Background: an optimization exercise with open tools, aiming at small area and a short achievable clock period. Do not read the settings as production practice.
Only simulation tests tie the RTL to the original design; equivalence was not proved.
No activity file was given, so power comes from the tool's default toggle rates.

## flow/design.v (module list and top-level ports; edited modules follow where they fit)
// module hb1dec: 790 lines
// module hb1dec_fa: 4 lines
// module hb1dec_ha: 4 lines
// module hb1dec_han: 4 lines
module hb1dec (
    input  wire        clk,
    input  wire        rst,         
    input  wire        in_valid,
    input  wire [31:0] in_data,
    output reg         out_valid,
    output reg  [31:0] out_data
);
  // ...
==> flow/flow/run.sh <==
#!/bin/bash
# The standard layout (the standard.sh), with the port buffers made of
# buf_2 cells instead of the cell buffer_ports picks by default, and clock
# tree synthesis without dummy loads.
set -euo pipefail
export BUFFER_PORTS_ARGS="-buffer_cell sky130_fd_sc_hd__buf_2"
export CTS_ARGS="-sink_clustering_enable -repair_clock_nets -sink_clustering_size 30 -sink_clustering_max_diameter 80 -dont_use_dummy_load"
bash standard.sh > standard.log 2>&1
==> flow/standard.sh <==
#!/bin/bash
# synth_recipe.tcl (not shown) runs the flow's synth.tcl, then flattens the netlist and writes it again
# the make line also repeats each setting of config.mk as NAME=value (left out here)
make -C /OpenROAD-flow-scripts/flow DESIGN_CONFIG=/design/flow/config.mk WORK_HOME=/design/flow/orfs CLKGATE_MAP_FILE= SYNTH_SCRIPT=/design/flow/synth_recipe.tcl "${@:-finish}"
==> flow/config.mk <==
export PLATFORM = sky130hd
export DESIGN_NAME = hb1dec
export DESIGN_NICKNAME = hb1dec
export VERILOG_FILES = /design/flow/design.v
export SDC_FILE = /design/flow/constraint.sdc
export NUM_CORES = 4
export LEC_CHECK = 0
export CAP_MARGIN = 20
export CORE_MARGIN = 2
export CORE_UTILIZATION = 65
export SLEW_MARGIN = 60
export SYNTH_HIERARCHICAL = 1
export SYNTH_MINIMUM_KEEP_SIZE = 0
==> flow/constraint.sdc <==
create_clock -name core_clock -period 18.0 [get_ports {clk}]
set_input_delay 3.6000 -clock core_clock [delete_from_list [all_inputs] [get_ports {clk}]]
set_output_delay 3.6000 -clock core_clock [all_outputs]
set_load 0.01 [all_outputs]
==> qor.yml, run 1 <==
pwr:
  p_leak_nw: 12.5
  power.switching_fraction: 0.241
placed_design:
  pre_cts_slack_ps: 13370
synthesis:
  post-synth-top-area-cell: "edfxtp_1"
  synth_fa_ha_area_frac: 0.299
  area_contributors_post_synth: "edfxtp_1 (39%), fa_1 (28%), dfxtp_1 (18%)"
  synthCells: 2303
  synth_compound_area_frac: 0.0328
  yosysMostFrequentCell: "fa_1"
  muxShareOfSynthArea: 0.0102
  register_area_share_after_synthesis: 0.562
  ys.warnings.count: 7
outcome:
  run_status: "no timing/DRC/antenna violations"
clock_network:
  cts_buffers: 40
  buffer_depth_of_the_longest_clock_path: 3
  htree_levels: 2
layout:
  layout.clock.cell_area_share: 0.0260
  final_stage_net_count: 2968
  multi_input_combinational_cell_area_sq_mm: 0.0150
  fin_util: 0.699
setup_path:
  timing.critical_path.slowest_cell_delay_ps: 670
  worst-endpoint-required_ps: 18410
route:
  antenna_violating_nets_post_route: 0
  met2WireLength_microns: 41100
floorplan:
  floorplan.initialDensity: 0.656
global_route:
  grt_pass1_vias: 19300
sta:
  worst_pin_slew_ps: 626
==> run 2, diff against run 1 <==
==> flow/flow/run.sh (replaced) <==
#!/bin/bash
# The standard layout (the standard.sh), with the port buffers made of
# buf_2 cells instead of the cell buffer_ports picks by default, and clock
# tree synthesis without dummy loads.
set -euo pipefail
export BUFFER_PORTS_ARGS="-buffer_cell sky130_fd_sc_hd__buf_2"
export CTS_ARGS="-sink_clustering_enable -repair_clock_nets -sink_clustering_size 24 -sink_clustering_max_diameter 100 -dont_use_dummy_load"
bash standard.sh > standard.log 2>&1
--- a/flow/config.mk
+++ b/flow/config.mk
@@ -5,9 +5,9 @@
 export SDC_FILE = /design/flow/constraint.sdc
 export NUM_CORES = 4
 export LEC_CHECK = 0
-export CAP_MARGIN = 20
+export CAP_MARGIN = 50
 export CORE_MARGIN = 2
-export CORE_UTILIZATION = 65
+export CORE_UTILIZATION = 60
 export SLEW_MARGIN = 60
 export SYNTH_HIERARCHICAL = 1
 export SYNTH_MINIMUM_KEEP_SIZE = 0
==> qor.yml, run 2 <==
route:
  dr.pass1.iters: 5
  via_per_inst: 5.83
  iteration_0_drc_count_of_the_detailed_router: 1548
  drt-total-wl_microns: 84400
  drt_drc_violations_left: 0
  route.vias.total: 18300
  detail_route.wl_per_cell_microns: 26.8
  antenna_violating_nets_post_route: 0  # unchanged
setup_path:
  endpoint_kind: "register"
  timing.critical_path.slowest_cell_delay_ps: 690  # +20 ps
  critPathMaxFanout: 5
  worst_path_cell_chain: "fa_1 > fa_1 > fa_1 > fa_1 > fa_1 > inv_1 > fa_1 > fa_1 > inv_1 > ha_1 > inv_1"
  worst-endpoint-required_ps: 18490  # +80 ps
  setup.reg_to_reg.worst_slack_ps: 13360
  timing.setup.critical_path_class: "reg2reg"
  worst-endpoint-arrival_ps: 5130
  cp-startpoint: "pr1[10]"
  crit_slowest_cell: "dfxtp_1"
  crit_path_frequent_cell: "fa_1"
  worst_setup_path_start_kind: "register"
  worstReg2RegStart: "pr1[10]"
synthesis:
  synthCells: 2303  # unchanged
  yosys_register_bits: 783
  register_area_share_after_synthesis: 0.562  # unchanged
  postSynthAreaPerCell_sq_um: 15.7
  yosysTopAreaCellShare: 0.385
  synth-edff-count: 464
  synth_fp_nets: 2901
  post-synth-top-area-cell: "edfxtp_1"
  netlist_area_sq_mm: 0.0361
  ys.warnings.count: 7  # unchanged
  yosysMostFrequentCell: "fa_1"
  synthTopCellsByCount: "fa_1 (500), edfxtp_1 (464), dfxtp_1 (319), nand2_1 (243), inv_1 (169)"
  ys_types: 56
  area_contributors_post_synth: "edfxtp_1 (39%), fa_1 (28%), dfxtp_1 (18%)"
  ys.flop_type: "edfxtp_1"
  async_sr_flop_fraction: 0
global_route:
  antenna_found_initial: 4
  grt_pass1_wl_microns: 125000
  grt.total_usage: 0.279
  grt_pass1_vias: 19400  # +0.21%
  grt-ovfl-total: 0
  maximum_number_of_pins_on_one_net_before_global_route_repair: 78
clock_network:
  cts_sinks: 783
  worstSkewPairLatency_ps: 590
  tritoncts: "done"
  buffer_depth_of_the_longest_clock_path: 3  # unchanged
  postCtsHoldBufs: 0
  cts_buffers: 39  # -2.5%
  worst_setup_hold_path_clk_slew_ps: 100
  postCtsResizedCells: 0
  cts-root-buf: "clkbuf_16"
  post_cts.repair.setup_buffers: 0
  htree_levels: 2  # unchanged
run:
  maxCapViolations: 0
layout:
  layout.area.seq_sq_mm: 0.0204
  most_frequent_cells_in_the_layout: "fa_1 (500), edfxtp_1 (464), dfxtp_1 (284)"
  layout_commonest_cell: "fa_1"
  drive_gt1_frac: 0.0902
  reg_top3: "rx (34), u (34), ry (33)"
  multi_input_combinational_cell_area_sq_mm: 0.0150  # +0.14%
  areaGrowthSynthToFinish_pct: 6.70
  nFillCells: 4240
  final_stage_net_count: 2972  # +0.13%
pwr:
  combinationalPowerShare: 0.112
  seq_power_share: 0.614
  p_leak_nw: 12.5  # +0.20%
  share_clk_of_total_power: 0.273
  power_mw: 3.35
  p_per_area_mw_per_mm2: 86.8
  irDropWorstVdd_v: 0.0000976
  power.switching_fraction: 0.245  # +0.00423
  internal_power_mw: 2.53
  net-switching-power_uw: 820
sta:
  setup_repair_after_global_routing_missed_its_margin: "false"
  final.setup.tns_ps: 0
  finalCritPeriodShare: 0.258
  fmax_mhz: 216
  final_period_minus_worst_setup_slack_ps: 4640
  finalClockSkew_ps: 37.5
  setup-violations-final: 0
  worst_pin_slew_ps: 602  # -23.3 ps
  worst_slew_margin_rel: 0.598
  final_hold_violations: 0
  finalMaxSlewViolations: 0
placed_design:
  io_buffer_count: 67
  hpwlAfterDp_microns: 67000
  global_placer_s_final_weighted_congestion: 1.04
hold_path:
  min-delay-start: "dhi[10]"
  min-delay-path-class: "reg2reg"
floorplan:
  number_of_core_rows: 89
  area_inside_the_core_boundary_sq_mm: 0.0592
  die_width_microns: 249
  io-pin-count: 68
  floorplan.die.height_microns: 249
  die_area_sq_mm: 0.0622
  floorplan.initialDensity: 0.610  # -0.0460
outcome:
  run_status: "no timing/DRC/antenna violations"
[run 2: cell count changes in the layout (fill, tap and decap cells not counted), moves of 2 or more]
cell	delta
buf_12	+4
buf_16	-2
buf_4	+3
dfxtp_1	+13
dfxtp_2	-12
[run 2: kinds of logic after synthesis]
logic type / count (synthesis) / synth area share
AO/OA/AOI/OAI: 191 / 0.0328
XOR/XNOR: 72 / 0.0174
adder cells (fa/ha/maj): 563 / 0.299
buffers and inverters: 226 / 0.0243
flip-flops: 783 / 0.562
multiplexers: 33 / 0.0102
other: 1 / 0.000104
AND/OR/NAND/NOR: 434 / 0.0543
[run 2: per-module statistics from Yosys, one instance, submodules excluded]
module | copies in the design | area, sq um
hb1dec_fa | 497 | 20.0
hb1dec_ha | 12 | 12.5
hb1dec_han | 5 | 27.5
hb1dec | 1 | 25900
[run 2: critical path: cells and delay by family (launching register included)]
kind	cells	cell delay (ps)
fa+ha+maj	8	3710
buf+inv	3	130
flops	1	690
[run 2: worst paths after layout]
kind / end / cells after the start
max reg2reg: ry[14] / 11
min reg2reg: hreg[10] / 0
min: hreg[10] / 0
max: ry[14] / 11
[run 2: routing by layer]
metal,share of wire,GRT usage,wire (microns)
met5,0.00015,0,13
met4,0.050,0.129,4250
met2,0.47,0.442,39800
met3,0.063,0.0437,5330
met1,0.41,0.388,34900
[run 2: power groups by stage]
| stage | Sequential [mW] | Clock [mW] | Combinational [mW] |
|---|---|---|---|
| floorplan | 2.08 | 0 | 0.278 |
| global placement | 2.10 | 0 | 0.361 |
| detailed placement | 2.10 | 0 | 0.371 |
| CTS | 2.06 | 0.942 | 0.374 |
| global route | 2.07 | 1.00 | 0.416 |
| finish | 2.06 | 0.916 | 0.376 |
[run 2: metrics by stage]
step | util | std cells | worst slack, ps | hold WS, ps | area (sq um)
after floorplan | - | 2303 | 9000 | 310 | 36100
after global placement | 0.630 | 3098 | 13300 | 311 | 37300
after detailed placement | 0.633 | 3104 | 13370 | 313 | 37500
after CTS | 0.650 | 3143 | 13320 | 333 | 38500
after global routing | 0.651 | 3145 | 13280 | 341 | 38600
final | 0.651 | 3146 | 13360 | 331 | 38600
[run 2: layout make-up]
class	count	area share
sequential	783	0.528
multi-input combinational	1294	0.389
clock buffer	39	0.0253
tap	773	0.0251
inverter	169	0.0164
timing repair buffer	87	0.0163
antenna	1	0.0000649
==> run 3, diff against run 2 <==
--- a/flow/config.mk
+++ b/flow/config.mk
@@ -5,7 +5,7 @@
 export SDC_FILE = /design/flow/constraint.sdc
 export NUM_CORES = 4
 export LEC_CHECK = 0
-export CAP_MARGIN = 50
+export CAP_MARGIN = 20
 export CORE_MARGIN = 2
 export CORE_UTILIZATION = 60
 export SLEW_MARGIN = 60
==> qor.yml, run 3 <==
global_route:
  antenna_found_initial: 4  # unchanged
  maximum_number_of_pins_on_one_net_before_global_route_repair: 78  # unchanged
  grt.total_usage: 0.279  # unchanged
  grt-ovfl-total: 0  # unchanged
  grt_pass1_vias: 19400  # unchanged
  grt_pass1_wl_microns: 125000  # unchanged
sta:
  setup-violations-final: 0  # unchanged
  finalCritPeriodShare: 0.258  # unchanged
  fin_worst_hold_slack_ps: 331  # unchanged
  final_period_minus_worst_setup_slack_ps: 4640  # unchanged
  worst_pin_slew_ps: 602  # unchanged
  finalMaxSlewViolations: 0  # unchanged
  finalClockSkew_ps: 37.5  # unchanged
  setup_repair_after_global_routing_missed_its_margin: "false"
  worst_slew_margin_rel: 0.598  # unchanged
  final.setup.tns_ps: 0  # unchanged
  fmax_mhz: 216  # unchanged
  final_hold_violations: 0  # unchanged
floorplan:
  die_width_microns: 249  # unchanged
  area_inside_the_core_boundary_sq_mm: 0.0592  # unchanged
  die_area_sq_mm: 0.0622  # unchanged
  number_of_core_rows: 89  # unchanged
  floorplan.initialDensity: 0.610  # unchanged
  io-pin-count: 68  # unchanged
  floorplan.die.height_microns: 249  # unchanged
layout:
  reg_top3: "rx (34), u (34), ry (33)"
  multi_input_combinational_cell_area_sq_mm: 0.0150  # unchanged
  layout.area.seq_sq_mm: 0.0204  # unchanged
  postLayoutCellArea_sq_mm: 0.0386  # unchanged
  final_stage_net_count: 2972  # unchanged
  nFillCells: 4240  # unchanged
  areaGrowthSynthToFinish_pct: 6.70  # unchanged
  most_frequent_cells_in_the_layout: "fa_1 (500), edfxtp_1 (464), dfxtp_1 (284)"
  layout_commonest_cell: "fa_1"
  drive_gt1_frac: 0.0902  # unchanged
route:
  route.vias.total: 18300  # unchanged
  antenna_violating_nets_post_route: 0  # unchanged
  iteration_0_drc_count_of_the_detailed_router: 1548  # unchanged
  dr.pass1.iters: 5  # unchanged
  detail_route.wl_per_cell_microns: 26.8  # unchanged
  drt_drc_violations_left: 0  # unchanged
  via_per_inst: 5.83  # unchanged
  drt-total-wl_microns: 84400  # unchanged
setup_path:
  timing.setup.critical_path_class: "reg2reg"
  worst-endpoint-arrival_ps: 5130  # about the same
  worst_path_cell_chain: "fa_1 > fa_1 > fa_1 > fa_1 > fa_1 > inv_1 > fa_1 > fa_1 > inv_1 > ha_1 > inv_1"
  crit_path_frequent_cell: "fa_1"
  worst-endpoint-required_ps: 18490  # about the same
  critPathMaxFanout: 5  # unchanged
  worstReg2RegStart: "pr1[10]"
  cp-startpoint: "pr1[10]"
  endpoint_kind: "register"
  crit_slowest_cell: "dfxtp_1"
  worst_setup_path_start_kind: "register"
  timing.critical_path.slowest_cell_delay_ps: 690  # about the same
placed_design:
  hpwlAfterDp_microns: 67000  # unchanged
  global_placer_s_final_weighted_congestion: 1.04  # unchanged
  io_buffer_count: 67  # unchanged
  place_area_sq_mm: 0.0375  # unchanged
synthesis:
  synth_fp_nets: 2901  # unchanged
  ys.flop_type: "edfxtp_1"
  netlist_area_sq_mm: 0.0361  # unchanged
  yosysMostFrequentCell: "fa_1"
  synth-edff-count: 464  # unchanged
  synthTopCellsByCount: "fa_1 (500), edfxtp_1 (464), dfxtp_1 (319), nand2_1 (243), inv_1 (169)"
  post-synth-top-area-cell: "edfxtp_1"
  register_area_share_after_synthesis: 0.562  # unchanged
  postSynthAreaPerCell_sq_um: 15.7  # unchanged
  synthCells: 2303  # unchanged
  yosysTopAreaCellShare: 0.385  # unchanged
  async_sr_flop_fraction: 0  # unchanged
  yosys_register_bits: 783  # unchanged
  area_contributors_post_synth: "edfxtp_1 (39%), fa_1 (28%), dfxtp_1 (18%)"
  ys_types: 56  # unchanged
  ys.warnings.count: 7  # unchanged
clock_network:
  post_cts.repair.setup_buffers: 0  # unchanged
  worstSkewPairLatency_ps: 590  # about the same
  cts-root-buf: "clkbuf_16"
  postCtsHoldBufs: 0  # unchanged
  tritoncts: "done"
  cts_buffers: 39  # unchanged
  cts_sinks: 783  # unchanged
  htree_levels: 2  # unchanged
  postCtsResizedCells: 0  # unchanged
  worst_setup_hold_path_clk_slew_ps: 100  # about the same
  buffer_depth_of_the_longest_clock_path: 3  # unchanged
pwr:
  p_leak_nw: 12.5  # unchanged
  irDropWorstVdd_v: 0.0000976  # unchanged
  p_per_area_mw_per_mm2: 86.8  # unchanged
outcome:
  run_status: "no timing/DRC/antenna violations"
hold_path:
  min-delay-start: "dhi[10]"
  min-delay-path-class: "reg2reg"
run:
  maxCapViolations: 0  # unchanged
## run 3: cell counts after synthesis
Identical to the previous run, type by type.
## run 3: per-stage QoR
| step | util | instances | total power, mW | setup slack, ps |
|---|---|---|---|---|
| 6_report | 0.651 | 3146 | 3.35 | 13360 |
| 5_1_grt | 0.651 | 3145 | 3.48 | 13280 |
| 4_1_cts | 0.650 | 3143 | 3.37 | 13320 |
| 3_5_place_dp | 0.633 | 3104 | 2.47 | 13370 |
| 3_3_place_gp | 0.630 | 3098 | 2.46 | 13300 |
| 2_1_floorplan | - | 2303 | 2.36 | 9000 |
## run 3: logic make-up after synthesis
family | count (synthesis) | share of synthesized area
buffers and inverters | 226 | 0.0243
adders and majority gates | 563 | 0.299
and+or+nand+nor | 434 | 0.0543
other | 1 | 0.000104
muxes | 33 | 0.0102
xor gates and xnor gates | 72 | 0.0174
DFF | 783 | 0.562
AOI/OAI and AO/OA | 191 | 0.0328
## run 3: area by class of cell
type                            count  area share
Tap cell                          773      0.0251
Sequential cell                   783       0.528
Inverter                          169      0.0164
Multi-Input combinational cell   1294       0.389
Timing Repair Buffer               87      0.0163
Clock buffer                       39      0.0253
Antenna cell                        1   0.0000649
## run 3: path summary, 6_finish.rpt
path | endpoint | slack, ps | depth (start not counted)
max | ry[14] | 13360 | 11
min | hreg[10] | 330 | 0
max reg2reg | ry[14] | 13360 | 11
min reg2reg | hreg[10] | 330 | 0
## run 3: where the power goes
part	internal [mW]	switching, mW	total [mW]
sequential	1.99	0.0674	2.06
combinational	0.151	0.225	0.376
clock	0.389	0.527	0.916
total	2.53	0.820	3.35
## run 3: layer usage
metal | vias to the layer above | share of wire | track usage
li1 | 7767 | - | -
met1 | 9679 | 0.41 | 0.388
met2 | 706 | 0.47 | 0.442
met3 | 184 | 0.063 | 0.0437
met4 | 2 | 0.050 | 0.129
met5 | - | 0.00015 | 0
## run 3: per-module statistics from Yosys, one instance, submodules excluded
module	cells inside	area, sq um
hb1dec_fa	1	20.0
hb1dec	1769	25900
hb1dec_han	5	27.5
hb1dec_ha	1	12.5
## run 3: critical path, delay by kind of cell (launching register included)
kind,cells,cell delay (ps)
flops,1,690
fa+ha+maj,8,3710
buf+inv,3,130
==> run 4, diff against run 3 <==
--- a/flow/config.mk
+++ b/flow/config.mk
@@ -8,6 +8,6 @@
 export CAP_MARGIN = 20
 export CORE_MARGIN = 2
 export CORE_UTILIZATION = 60
-export SLEW_MARGIN = 60
+export SLEW_MARGIN = 85
 export SYNTH_HIERARCHICAL = 1
 export SYNTH_MINIMUM_KEEP_SIZE = 0
==> qor.yml, run 4 <==
sta:
  final.setup.tns_ps: 0  # unchanged
  final_hold_violations: 0  # unchanged
  setup-violations-final: 0  # unchanged
  setup_repair_after_global_routing_missed_its_margin: "false"
  fin_worst_hold_slack_ps: 304  # -26.8 ps
  finalMaxSlewViolations: 0  # unchanged
  fmax_mhz: 94.8  # -56%
  final_period_minus_worst_setup_slack_ps: 10550  # +5910 ps
  finalClockSkew_ps: 62.7  # +25.2 ps
  finalCritPeriodShare: 0.586  # +0.328
clock_network:
  buffer_depth_of_the_longest_clock_path: 3  # unchanged
  cts_sinks: 783  # unchanged
  cts-root-buf: "clkbuf_16"
  worst_setup_hold_path_clk_slew_ps: 90  # about the same
  tritoncts: "done"
  post_cts.repair.setup_buffers: 0  # unchanged
  postCtsResizedCells: 0  # unchanged
  worstSkewPairLatency_ps: 620  # +30 ps
  cts_buffers: 39  # unchanged
  postCtsHoldBufs: 0  # unchanged
  htree_levels: 2  # unchanged
synthesis:
  yosysMostFrequentCell: "fa_1"
  yosys.area_share.simple: 0.0543  # unchanged
  netlist_area_sq_mm: 0.0361  # unchanged
  yosys_register_bits: 783  # unchanged
  async_sr_flop_fraction: 0  # unchanged
  area_contributors_post_synth: "edfxtp_1 (39%), fa_1 (28%), dfxtp_1 (18%)"
  combinational_family_with_the_most_area_after_synthesis: "adder cells"
  postSynthAreaPerCell_sq_um: 15.7  # unchanged
  synthCells: 2303  # unchanged
  yosysTopAreaCellShare: 0.385  # unchanged
  synth_fp_nets: 2901  # unchanged
  synth_compound_area_frac: 0.0328  # unchanged
  ys_types: 56  # unchanged
  post-synth-top-area-cell: "edfxtp_1"
  synth-edff-count: 464  # unchanged
  synth_fa_ha_area_frac: 0.299  # unchanged
  ys.flop_type: "edfxtp_1"
  ys.warnings.count: 7  # unchanged
  register_area_share_after_synthesis: 0.562  # unchanged
  synthTopCellsByCount: "fa_1 (500), edfxtp_1 (464), dfxtp_1 (319), nand2_1 (243), inv_1 (169)"
  synthXorXnorAreaFrac: 0.0174  # unchanged
  muxShareOfSynthArea: 0.0102  # unchanged
floorplan:
  die_width_microns: 249  # unchanged
  area_inside_the_core_boundary_sq_mm: 0.0592  # unchanged
  die_area_sq_mm: 0.0622  # unchanged
  io-pin-count: 68  # unchanged
  number_of_core_rows: 89  # unchanged
  floorplan.die.height_microns: 249  # unchanged
  floorplan.initialDensity: 0.610  # unchanged
global_route:
  met3_usage: 0.0440  # +0.000313
  top_usage_layer: "met2"
  global_route.usage.met1: 0.397  # +0.00870
  grt_pass1_wl_microns: 128000  # +2.3%
  grt.total_usage: 0.286  # +0.00642
  grt_util_met2: 0.454  # +0.0125
  grt-ovfl-total: 0  # unchanged
  maximum_number_of_pins_on_one_net_before_global_route_repair: 33  # -58%
  grt_pass1_vias: 19800  # +2.4%
  antenna_found_initial: 2  # -2
pwr:
  power_mw: 3.49  # +4.2%
  p_leak_nw: 13.1  # +4.4%
  irDropWorstVdd_v: 0.0000916  # -6.2%
  p_per_area_mw_per_mm2: 86.0  # -0.98%
route:
  iteration_0_drc_count_of_the_detailed_router: 1419  # -8.3%
  via_per_inst: 5.79  # -0.66%
  drt_drc_violations_left: 0  # unchanged
  dr.pass1.iters: 7  # +2
  antenna_violating_nets_post_route: 0  # unchanged
  drt-total-wl_microns: 86400  # +2.4%
  route.vias.total: 18700  # +2.2%
  detail_route.wl_per_cell_microns: 26.7  # -0.52%
layout:
  layout_commonest_cell: "fa_1"
  reg_top3: "rx (34), u (34), ry (33)"
  final_stage_net_count: 3065  # +3.1%
  most_frequent_cells_in_the_layout: "fa_1 (493), edfxtp_1 (464), nand2_1 (241)"
  fin_util: 0.685  # +0.0344
  drive_gt1_frac: 0.204  # +0.114
  antenna_cells: 0  # -1
  areaGrowthSynthToFinish_pct: 12.3
  postLayoutCellArea_sq_mm: 0.0406  # +5.3%
setup_path:
  worst-endpoint-required_ps: 18510  # +20 ps
  worst-endpoint-arrival_ps: 11060  # +5930 ps
  timing.setup.critical_path_class: "reg2reg"
  worst_setup_path_start_kind: "register"
  timing.critical_path.slowest_cell_delay_ps: 520  # -170 ps
  worstReg2RegStart: "rx[1]"
  crit_path_frequent_cell: "clkdlybuf4s50_1"
  cp-startpoint: "rx[1]"
  crit_slowest_cell: "clkdlybuf4s50_1"
  endpoint_kind: "register"
  critPathMaxFanout: 3  # -2
placed_design:
  global_placer_s_final_weighted_congestion: 1.04  # unchanged
  io_buffer_count: 67  # unchanged
  place_area_sq_mm: 0.0392  # +4.4%
  hpwlAfterDp_microns: 69500  # +3.6%
outcome:
  run_status: "no timing/DRC/antenna violations"
hold_path:
  min-delay-start: "dhi[15]"
  min-delay-path-class: "reg2reg"
run:
  maxCapViolations: 0  # unchanged
[run 4: cell type report]
cell class	instances	area, sq um
clock buffer	39	976
fill	4066	18600
inverter	169	634
multi-input combinational	1294	15800
sequential	783	20700
tap	773	967
timing repair buffer	180	1530
[run 4: report_power, final]
group / total (mW) / switching (mW) / internal (mW)
clock network: 0.912 / 0.524 / 0.388
logic: 0.518 / 0.276 / 0.242
registers: 2.06 / 0.0803 / 1.98
[run 4: cells by family after synthesis]
logic type,Yosys count
adder cells (fa/ha/maj),563
buffers and inverters,226
AO/OA/AOI/OAI,191
XOR/XNOR,72
multiplexers,33
AND/OR/NAND/NOR,434
other,1
flip-flops,783
[run 4: per-module statistics from Yosys (local to each module, per instance)]
module | copies in the design | flops+latches
hb1dec | 1 | 783
hb1dec_han | 5 | 0
hb1dec_ha | 12 | 0
hb1dec_fa | 497 | 0
[run 4: stage by stage]
step / worst slack (ps) / instances
final: 7450 / 3238
after global routing: 7230 / 3238
after CTS: 7470 / 3223
after detailed placement: 7540 / 3184
after global placement: 13300 / 3098
after floorplan: 9000 / 2303
[run 4: final timing paths]
check / slack [ps] / to / cells past startpoint
worst max-delay path: 7450 / nz / 28
worst min register to register: 300 / hreg[15] / 0
worst min-delay path: 300 / hreg[15] / 0
worst max register to register: 7450 / nz / 28
[run 4: critical path: cells and delay by family, from the launching register on]
family,cells,cell delay (ps)
and+or+nand+nor,2,170
DFF,1,360
adders and majority gates,1,350
buffers and inverters,19,8780
AOI/OAI and AO/OA,6,820
[run 4: per-layer routing]
layer / wire (microns) / share of wire
met3: 5540 / 0.064
met2: 41000 / 0.47
met1: 35500 / 0.41
met5: 26 / 0.00030
met4: 4390 / 0.051
==> run 5, diff against run 4 <==
--- a/flow/config.mk
+++ b/flow/config.mk
@@ -8,6 +8,6 @@
 export CAP_MARGIN = 20
 export CORE_MARGIN = 2
 export CORE_UTILIZATION = 60
-export SLEW_MARGIN = 85
+export SLEW_MARGIN = 75
 export SYNTH_HIERARCHICAL = 1
 export SYNTH_MINIMUM_KEEP_SIZE = 0
==> qor.yml, run 5 <==
synthesis:
  yosys_register_bits: 783  # unchanged
  ys.warnings.count: 7  # unchanged
  synth-edff-count: 464  # unchanged
  synthCells: 2303  # unchanged
  yosysMostFrequentCell: "fa_1"
  synthTopCellsByCount: "fa_1 (500), edfxtp_1 (464), dfxtp_1 (319), nand2_1 (243), inv_1 (169)"
  area_contributors_post_synth: "edfxtp_1 (39%), fa_1 (28%), dfxtp_1 (18%)"
  register_area_share_after_synthesis: 0.562  # unchanged
  postSynthAreaPerCell_sq_um: 15.7  # unchanged
  ys_types: 56  # unchanged
  synth_fp_nets: 2901  # unchanged
  async_sr_flop_fraction: 0  # unchanged
  yosysTopAreaCellShare: 0.385  # unchanged
  netlist_area_sq_mm: 0.0361  # unchanged
  ys.flop_type: "edfxtp_1"
  post-synth-top-area-cell: "edfxtp_1"
clock_network:
  cts_buffers: 40  # +2.6%
  worstSkewPairLatency_ps: 610  # about the same
  htree_levels: 2  # unchanged
  postCtsHoldBufs: 0  # unchanged
  post_cts.repair.setup_buffers: 0  # unchanged
  worst_setup_hold_path_clk_slew_ps: 90  # about the same
  cts_sinks: 783  # unchanged
  tritoncts: "done"
  cts-root-buf: "clkbuf_16"
  buffer_depth_of_the_longest_clock_path: 3  # unchanged
  postCtsResizedCells: 0  # unchanged
run:
  maxCapViolations: 0  # unchanged
placed_design:
  io_buffer_count: 67  # unchanged
  hpwlAfterDp_microns: 68000  # -2.1%
  global_placer_s_final_weighted_congestion: 1.04  # unchanged
  dp_cells: 3119  # -2.0%
  pre_cts_slack_ps: 13500  # +5960 ps
layout:
  areaGrowthSynthToFinish_pct: 7.76
  most_frequent_cells_in_the_layout: "fa_1 (500), edfxtp_1 (464), nand2_1 (242)"
  layout_commonest_cell: "fa_1"
  reg_top3: "rx (34), u (34), ry (33)"
  layout.cells.non_filler: 3162  # -2.3%
  final_stage_net_count: 2987  # -2.5%
  drive_gt1_frac: 0.125  # -0.0796
pwr:
  irDropWorstVdd_v: 0.0000924  # +0.98%
  p_leak_nw: 12.6  # -3.6%
  p_per_area_mw_per_mm2: 86.6  # +0.72%
hold_path:
  min-delay-path-class: "reg2reg"
setup_path:
  timing.setup.critical_path_class: "reg2out"
  worst-endpoint-required_ps: 14400  # -4110 ps
  endpoint_kind: "primary output"
  critical-path-top-delay-family: "flip-flops"
  crit_path_buffers_inverters: 1  # -18
  critPathMaxFanout: 1  # -2
  worst-endpoint-arrival_ps: 1020  # -10,040 ps
  worst_path_cell_chain: "buf_2"
  crit_slowest_cell: "dfxtp_1"
  worst_setup_path_start_kind: "register"
  timing.critical_path.slowest_cell_delay_ps: 320  # -200 ps
floorplan:
  io-pin-count: 68  # unchanged
  die_area_sq_mm: 0.0622  # unchanged
  die_width_microns: 249  # unchanged
  area_inside_the_core_boundary_sq_mm: 0.0592  # unchanged
  floorplan.die.height_microns: 249  # unchanged
  floorplan.initialDensity: 0.610  # unchanged
  number_of_core_rows: 89  # unchanged
outcome:
  run_status: "no timing/DRC/antenna violations"
global_route:
  grt_pass1_vias: 19400  # -2.1%
  maximum_number_of_pins_on_one_net_before_global_route_repair: 36  # +9.1%
  grt.total_usage: 0.281  # -0.00462
  antenna_found_initial: 6  # +4
  grt_pass1_wl_microns: 125000  # -1.7%
  grt-ovfl-total: 0  # unchanged
sta:
  final_hold_violations: 0  # unchanged
  finalWorstSetupSlack_ps: 13380  # +5920 ps
  setup_repair_after_global_routing_missed_its_margin: "false"
  setup-violations-final: 0  # unchanged
  finalClockSkew_ps: 82.1  # +19.4 ps
  final.setup.tns_ps: 0  # unchanged
  finalCritPeriodShare: 0.257  # -0.329
  fmax_mhz: 216  # +130%
  fin_worst_hold_slack_ps: 331  # +26.9 ps
  final_period_minus_worst_setup_slack_ps: 4620  # -5920 ps
  finalMaxSlewViolations: 0  # unchanged
route:
  detail_route.wl_per_cell_microns: 26.9  # +0.96%
  drt_drc_violations_left: 0  # unchanged
  drt-total-wl_microns: 85200  # -1.4%
  iteration_0_drc_count_of_the_detailed_router: 1657  # +17%
  dr.pass1.iters: 6  # -1
  antenna_violating_nets_post_route: 0  # unchanged
  route.vias.total: 18300  # -2.2%
  via_per_inst: 5.80  # +0.18%
## run 5: changes by cell type in the layout (fill, tap and decap cells not counted), sizes merged
cell           delta
buf              -44
clkdlybuf4s50    -28
clkbuf            -6
diode             +2
## run 5: cell families (layout without fill, tap and decap cells)
kind of cell    Yosys count  count (layout)  synth area share
compound gates          191             191            0.0328
xor+xnor                 72              72            0.0174
fa+ha+maj               563             563             0.299
buf+inv                 226             310            0.0243
flops                   783             783             0.562
mux                      33              33            0.0102
other cells               1               3          0.000104
simple gates            434             434            0.0543
## run 5: Yosys stat by module, one instance, submodules excluded
| module | flops+latches | times used | area, sq um | cells |
|---|---|---|---|---|
| hb1dec | 783 | 1 | 25900 | 1769 |
| hb1dec_fa | 0 | 497 | 20.0 | 1 |
| hb1dec_ha | 0 | 12 | 12.5 | 1 |
| hb1dec_han | 0 | 5 | 27.5 | 5 |
## run 5: path summary, 6_finish.rpt
kind                              startpoint            to  slack [ps]  cells after the start
worst max-delay path            out_data[29]  out_data[29]       13380                      1
worst max register to register         vo[3]       pr3[16]       13450                     14
worst min-delay path                  dhi[2]       hreg[2]         330                      0
worst min register to register        dhi[2]       hreg[2]         330                      0
## run 5: power by group
group | internal [mW] | switching, mW | total [mW] | leakage [nW]
registers | 1.99 | 0.0697 | 2.06 | 6.85
logic | 0.159 | 0.230 | 0.390 | 5.25
clock network | 0.398 | 0.529 | 0.926 | 0.493
total | 2.55 | 0.829 | 3.37 | 12.6
## run 5: area by class of cell
cell class / instances / area, sq um
fill: 4246 / 20300
clock buffer: 40 / 1000
inverter: 169 / 634
tap: 773 / 967
timing repair buffer: 101 / 823
sequential: 783 / 20500
multi-input combinational: 1294 / 15100
antenna: 2 / 5.00
## run 5: per-stage QoR
stage | utilization | total power [mW] | instance area (sq um)
after floorplan | - | 2.36 | 36100
after global placement | 0.630 | 2.46 | 37300
after detailed placement | 0.639 | 2.48 | 37900
after CTS | 0.656 | 3.40 | 38900
after global routing | 0.657 | 3.51 | 39000
final | 0.658 | 3.37 | 39000
## run 5: metal layers
layer,vias to the layer above,part of all wire,wire [microns],global-route usage
met5,-,0,0,0
met2,721,0.47,40400,0.447
li1,7794,-,-,-
met4,0,0.046,3900,0.118
met1,9662,0.41,34900,0.391
met3,164,0.069,5910,0.0470
==> run 6, diff against run 5 <==
==> flow/flow/run.sh (replaced) <==
#!/bin/bash
# The standard layout (the standard.sh), with the port buffers made of
# buf_2 cells instead of the cell buffer_ports picks by default, and clock
# tree synthesis without dummy loads and with clkbuf_8 leaf buffers.
set -euo pipefail
export BUFFER_PORTS_ARGS="-buffer_cell sky130_fd_sc_hd__buf_2"
export CTS_ARGS="-sink_clustering_enable -repair_clock_nets -sink_clustering_size 16 -sink_clustering_max_diameter 80 -dont_use_dummy_load -sink_clustering_buffer sky130_fd_sc_hd__clkbuf_8"
bash standard.sh > standard.log 2>&1
--- a/flow/config.mk
+++ b/flow/config.mk
@@ -8,6 +8,6 @@
 export CAP_MARGIN = 20
 export CORE_MARGIN = 2
 export CORE_UTILIZATION = 60
-export SLEW_MARGIN = 75
+export SLEW_MARGIN = 60
 export SYNTH_HIERARCHICAL = 1
 export SYNTH_MINIMUM_KEEP_SIZE = 0
==> qor.yml, run 6 <==
outcome:
  run_status: "no timing/DRC/antenna violations"
floorplan:
  floorplan.initialDensity: 0.610  # unchanged
  area_inside_the_core_boundary_sq_mm: 0.0592  # unchanged
  die_width_microns: 249  # unchanged
  number_of_core_rows: 89  # unchanged
  floorplan.die.height_microns: 249  # unchanged
  io-pin-count: 68  # unchanged
  die_area_sq_mm: 0.0622  # unchanged
synthesis:
  netlist_area_sq_mm: 0.0361  # unchanged
  async_sr_flop_fraction: 0  # unchanged
  area_contributors_post_synth: "edfxtp_1 (39%), fa_1 (28%), dfxtp_1 (18%)"
  ys.warnings.count: 7  # unchanged
  synthCells: 2303  # unchanged
  ys_types: 56  # unchanged
  postSynthAreaPerCell_sq_um: 15.7  # unchanged
  post-synth-top-area-cell: "edfxtp_1"
  yosys_register_bits: 783  # unchanged
  synth-edff-count: 464  # unchanged
  ys.flop_type: "edfxtp_1"
  register_area_share_after_synthesis: 0.562  # unchanged
  synthTopCellsByCount: "fa_1 (500), edfxtp_1 (464), dfxtp_1 (319), nand2_1 (243), inv_1 (169)"
  synth_fp_nets: 2901  # unchanged
  yosysMostFrequentCell: "fa_1"
  yosysTopAreaCellShare: 0.385  # unchanged
clock_network:
  postCtsHoldBufs: 0  # unchanged
  buffer_depth_of_the_longest_clock_path: 3  # unchanged
  post_cts.repair.setup_buffers: 0  # unchanged
  htree_levels: 2  # unchanged
  worstSkewPairLatency_ps: 600  # about the same
  cts-root-buf: "clkbuf_16"
  cts_sinks: 783  # unchanged
  postCtsResizedCells: 0  # unchanged
  worst_setup_hold_path_clk_slew_ps: 110  # +20 ps
  tritoncts: "done"
  cts_buffers: 56  # +40%
setup_path:
  worst-endpoint-arrival_ps: 5160  # +4140 ps
  timing.critical_path.slowest_cell_delay_ps: 700  # +380 ps
  critical-path-top-delay-family: "adder cells"
  crit_slowest_cell: "dfxtp_1"
  critPathMaxFanout: 5  # +4
  crit_path_frequent_cell: "fa_1"
  worst-endpoint-required_ps: 18480  # +4080 ps
  crit_path_buffers_inverters: 3  # +2
  timing.setup.critical_path_class: "reg2reg"
  path_depth: 11  # +10
  reg2regPathDepth: 11  # -3
  endpoint_kind: "register"
  worst_setup_path_start_kind: "register"
  worst_path_cell_chain: "fa_1 > fa_1 > fa_1 > fa_1 > fa_1 > inv_1 > fa_1 > fa_1 > inv_1 > ha_1 > inv_1"
sta:
  final_hold_violations: 0  # unchanged
  final_period_minus_worst_setup_slack_ps: 4680  # +55.0 ps
  finalClockSkew_ps: 54.6  # -27.5 ps
  worst_slew_margin_rel: 0.589
  finalMaxSlewViolations: 0  # unchanged
  worst_pin_slew_ps: 616
  setup_repair_after_global_routing_missed_its_margin: "false"
  fmax_mhz: 214  # -1.2%
  finalCritPeriodShare: 0.260  # +0.00306
  setup-violations-final: 0  # unchanged
  final.setup.tns_ps: 0  # unchanged
layout:
  nFillCells: 4273  # +0.64%
  drive_gt1_frac: 0.0954  # -0.0294
  layout_commonest_cell: "fa_1"
  reg_top3: "rx (34), u (34), ry (33)"
  final_stage_net_count: 2989  # +0.067%
  layout.area.seq_sq_mm: 0.0204  # -0.56%
  most_frequent_cells_in_the_layout: "fa_1 (500), edfxtp_1 (464), dfxtp_1 (287)"
  antenna_cells: 0  # -2
  multi_input_combinational_cell_area_sq_mm: 0.0150  # -0.35%
  areaGrowthSynthToFinish_pct: 6.25
global_route:
  grt.total_usage: 0.280  # -0.000675
  maximum_number_of_pins_on_one_net_before_global_route_repair: 78  # +120%
  grt_pass1_wl_microns: 125000  # -0.31%
  grt_pass1_vias: 19500  # +0.24%
  grt-ovfl-total: 0  # unchanged
  antenna_found_initial: 4  # -2
pwr:
  irDropWorstVdd_v: 0.0000781  # -15%
  p_per_area_mw_per_mm2: 84.9  # -1.9%
  p_leak_nw: 12.5  # -1.1%
  power_mw: 3.26  # -3.3%
route:
  iteration_0_drc_count_of_the_detailed_router: 1608  # -3.0%
  detail_route.wl_per_cell_microns: 26.7  # -0.90%
  antenna_violating_nets_post_route: 0  # unchanged
  via_per_inst: 5.82  # +0.36%
  drt-total-wl_microns: 84400  # -0.90%
  route.vias.total: 18400  # +0.36%
  drt_drc_violations_left: 0  # unchanged
  dr.pass1.iters: 5  # -1
placed_design:
  io_buffer_count: 67  # unchanged
  global_placer_s_final_weighted_congestion: 1.04  # unchanged
  hpwlAfterDp_microns: 67000  # -1.5%
run:
  maxCapViolations: 0  # unchanged
hold_path:
  whs_path_depth: 0  # unchanged
  min-delay-path-class: "reg2reg"
## run 6: cell counts after synthesis
No cell type changed its count.
## run 6: cell families after synthesis
family / after synthesis / share of synthesized area
flops: 783 / 0.562
other cells: 1 / 0.000104
mux: 33 / 0.0102
xor+xnor: 72 / 0.0174
buf+inv: 226 / 0.0243
compound gates: 191 / 0.0328
simple gates: 434 / 0.0543
fa+ha+maj: 563 / 0.299
## run 6: worst paths after layout
check,from,end,slack [ps]
max reg2reg,pr1[10],ry[14],13320
min,ecr[16],rx[32],330
min reg2reg,ecr[16],rx[32],330
max,pr1[10],ry[14],13320
## run 6: layer usage
metal / wire length (microns) / vias to the layer above / track usage
li1: - / 7794 / -
met1: 35100 / 9650 / 0.393
met2: 39500 / 747 / 0.441
met3: 5130 / 216 / 0.0392
met4: 4600 / 0 / 0.135
met5: 0 / - / 0
## run 6: worst register-to-register path, cell delays in order, from the launching register on
cell and delay [ps]:
dfxtp_1 700, fa_1 570, fa_1 480, fa_1 540
fa_1 440, fa_1 500, inv_1 60, fa_1 440
fa_1 510, inv_1 40, ha_1 260, inv_1 30
## run 6: layout make-up
| cell class | count | share of cell area |
|---|---|---|
| clock buffer | 56 | 0.0215 |
| timing repair buffer | 87 | 0.0162 |
| multi-input combinational | 1294 | 0.391 |
| inverter | 169 | 0.0165 |
| sequential | 783 | 0.530 |
| tap | 773 | 0.0252 |
## run 6: per-module statistics from Yosys (local to each module, per instance)
module,times used,flops+latches,area [sq um]
hb1dec,1,783,25900
hb1dec_ha,12,0,12.5
hb1dec_fa,497,0,20.0
hb1dec_han,5,0,27.5
## run 6: through the flow
stage | utilization | worst slack (ps) | hold slack, ps | std cells | instance area (sq um)
final | 0.648 | 13320 | 329 | 3162 | 38400
after global routing | 0.648 | 13260 | 339 | 3162 | 38400
after CTS | 0.647 | 13320 | 333 | 3160 | 38300
after detailed placement | 0.633 | 13370 | 313 | 3104 | 37500
after global placement | 0.630 | 13300 | 311 | 3098 | 37300
after floorplan | - | 9000 | 310 | 2303 | 36100
## run 6: report_power, final
part | internal [mW] | switching (mW) | total [mW] | leakage (nW)
Clock | 0.306 | 0.523 | 0.829 | 0.428
Sequential | 1.99 | 0.0668 | 2.06 | 6.88
Combinational | 0.151 | 0.225 | 0.376 | 5.16
Total | 2.45 | 0.815 | 3.26 | 12.5

==> static timing again, ports no longer ideal <==
No port has a modelled driver above. Below, the same layouts with a new extraction and two added sets of constraints.
Step 1, drivers: a clkbuf_16 drives clk and a buf_2 each remaining input, both assumed.
Step 2 moves the port delays by t, midway between the first and last clock arrival at a register: inputs arrive t later, outputs are due t later. That takes back most of the time a late clock gives input paths.
Three values: ideal, step 1, step 2; two values: the first two.
run	t (ns)	setup slack, ns	worst hold slack (ns)	latest minus earliest clock arrival (ns)
run 1	0.629	13.265 / 13.263 / 13.265	0.330 / 0.330 / 0.330	0.101 / 0.101
run 2	0.641	13.360 / 13.306 / 13.360	0.331 / 0.331 / 0.331	0.038 / 0.039
run 3	0.641	13.360 / 13.306 / 13.360	0.331 / 0.331 / 0.331	0.038 / 0.039
run 4	0.645	7.454 / 7.454 / 7.454	0.304 / 0.304 / 0.304	0.074 / 0.075
run 5	0.633	13.377 / 13.312 / 13.449	0.331 / 0.331 / 0.331	0.085 / 0.085
run 6	0.635	13.322 / 13.300 / 13.322	0.329 / 0.329 / 0.329	0.055 / 0.055
After both steps every run listed still meets setup and hold.
